This is an optimization exercise on Yosys and OpenROAD, whose aim is small area, a short achievable clock period and few clock cycles per item, not a production implementation. Function was checked by simulation only, so behaviour that the tests miss may differ from the original. Power and IR drop assume default switching activity.

## v6
// frc_enc
module frc_enc (
    input  wire        clk,
    input  wire        rst,
    input  wire [4:0]  cfg_depth,    
    input  wire [2:0]  cfg_ratio,    
    input  wire [1:0]  cfg_ph,       
    input  wire [1:0]  cfg_pv,       
    input  wire        in_valid,
    output wire        in_ready,
    input  wire [15:0] in_data,
    output wire        out_valid,
    input  wire        out_ready,
    output wire [31:0] out_data,
    output wire        out_last
);
Size: ~14000 cells after synthesis, about 3500 flip-flops, roughly 67 I/O pins.
clock: 25.0 ns
lec_check: 0
cap_margin: 20
core_margin: 2
core_utilization: 40
place_density: 0.6
slew_margin: 20
standard.sh (not shown) runs the stock make flow with config.mk's settings and CLKGATE_MAP_FILE= SYNTH_SCRIPT=/design/flow/synth_recipe.tcl, a recipe that flattens the netlist after the stock synthesis.
==> flow/flow/run.sh <==
#!/bin/bash
# The standard layout (the standard.sh: the standard synthesis, then ORFS
# floorplan to finish), with ORFS's timing repair aimed at 18.3 ns of setup
# slack instead of 0, so that it also shortens the paths that already meet
# the 25 ns clock. Constraints and clock period are the standard flow's, unchanged.
set -euo pipefail
bash standard.sh SETUP_SLACK_MARGIN=18.3 finish > flow_standard.log 2>&1
Testbench counts of v6, summed over its fixed seeds: cycles 156,949, blocks 320.
What v7 does differently from v6 at the input level:
==> flow/run.sh (new file) <==
#!/bin/bash
# synth_recipe.tcl (not shown) runs the flow's synth.tcl, then flattens the netlist and writes it again
# the make line also repeats each setting of config.mk as NAME=value (left out here)
make -C /OpenROAD-flow-scripts/flow DESIGN_CONFIG=/design/flow/config.mk WORK_HOME=/design/flow/orfs CLKGATE_MAP_FILE= SYNTH_SCRIPT=/design/flow/synth_recipe.tcl finish
removed: flow/flow/run.sh
removed: flow/standard.sh
## What came out
Sum of internal, switching and leakage power of v7 exceeds that of v6 slightly.
Clock share of power delta for v7 relative to v6: 0.4 points higher
v7 vs v6: via count down slightly
Relative to v6, final cycle utilization of the critical path increased by 1.8 points in v7.

* * *

frc_enc, a different RTL version from the one above (not shown whole).
Size: about 13000 cells after synthesis, roughly 0.14 mm² of cells after synthesis.
## frc_enc
module frc_enc (
    input  wire        clk,
    input  wire        rst,
    input  wire [4:0]  cfg_depth,    
    input  wire [2:0]  cfg_ratio,    
    input  wire [1:0]  cfg_ph,       
    input  wire [1:0]  cfg_pv,       
    input  wire        in_valid,
    output wire        in_ready,
    input  wire [15:0] in_data,
    output wire        out_valid,
    input  wire        out_ready,
    output wire [31:0] out_data,
    output wire        out_last
);
clock: 25.0 ns
lec_check: 0
cap_margin: 20
core_margin: 2
core_utilization: 40
place_density: 0.6
slew_margin: 20
==> flow/flow/run.sh <==
#!/bin/bash
# The standard layout (the standard.sh: the standard synthesis, then ORFS
# floorplan to finish), with ORFS's timing repair aimed at 18.3 ns of setup
# slack instead of 0, so that it also shortens the paths that already meet
# the 25 ns clock. Constraints and clock period are the standard flow's, unchanged.
set -euo pipefail
bash standard.sh SETUP_SLACK_MARGIN=18.3 finish > flow_standard.log 2>&1
Testbench counts at the start, summed over its fixed seeds: cycles 156,949, blocks 320.
Edit:
--- a/flow/flow/run.sh
+++ b/flow/flow/run.sh
@@ -3 +3 @@
-# floorplan to finish), with ORFS's timing repair aimed at 18.3 ns of setup
+# floorplan to finish), with ORFS's timing repair aimed at 18.6 ns of setup
@@ -7 +7 @@
-bash standard.sh SETUP_SLACK_MARGIN=18.3 finish > flow_standard.log 2>&1
+bash standard.sh SETUP_SLACK_MARGIN=18.6 finish > flow_standard.log 2>&1
Wire length goes down by 1.5%.
Non-clock buffer count goes up by 7.
Area after synthesis does not change.
Sequential power barely changes.
Edit:
==> flow/run.sh (new file) <==
#!/bin/bash
# synth_recipe.tcl (not shown) runs the flow's synth.tcl, then flattens the netlist and writes it again
# the make line also repeats each setting of config.mk as NAME=value (left out here)
make -C /OpenROAD-flow-scripts/flow DESIGN_CONFIG=/design/flow/config.mk WORK_HOME=/design/flow/orfs CLKGATE_MAP_FILE= SYNTH_SCRIPT=/design/flow/synth_recipe.tcl finish
removed: flow/flow/run.sh
removed: flow/standard.sh
What happened: The changed run produced a clean layout; flip-flop and latch count stays the same; global-route usage rises by 0.22 points; die area stays the same; routed wire length increases by 0.59%; via count went down by 0.49%; first-iteration DRC count goes down by 3.3%; clock skew went down by 0.0063 ns; count of clock-buffer cells in the layout rises by 17; synthesized cell count stays the same; setup slack is worse by 0.94 ns.

-- separate check: timing with driven ports --
Ports are ideal in the flow. The routed layouts listed here were re-timed in OpenROAD.
Step 1: set_driving_cell puts a clkbuf_16 on clk and a buf_2 on each other input, an assumption about the parent block.
Step 2 adds t to the input delays and takes it off the output delays; t is the mean of the earliest and latest rising clock arrival at the registers after step 1. Input paths then give back, and output paths get back, about the clock's delay inside the block.
Three values: ideal, step 1, step 2; two values: the first two.
run	shift t [ns]	setup slack, ns	worst slew at a driven data input, ns	cell pins on the clock port's net
v6	1.036	18.377 / 18.290 / 17.576	0.04	1
v7	1.038	17.930 / 17.822 / 17.556	0.04	1
the first run of note 2	1.020	18.398 / 18.292 / 17.496	0.16	1
the second run of note 2	1.022	18.544 / 18.442 / 17.689	0.16	1
the third run of note 2	1.030	17.600 / 17.600 / 17.600	0.15	1
After both steps setup and hold are still met in every run listed. For the first run of note 2, which loses most, drivers alone change the setup slack by -0.106 ns; drivers and shift together by -0.902 ns.
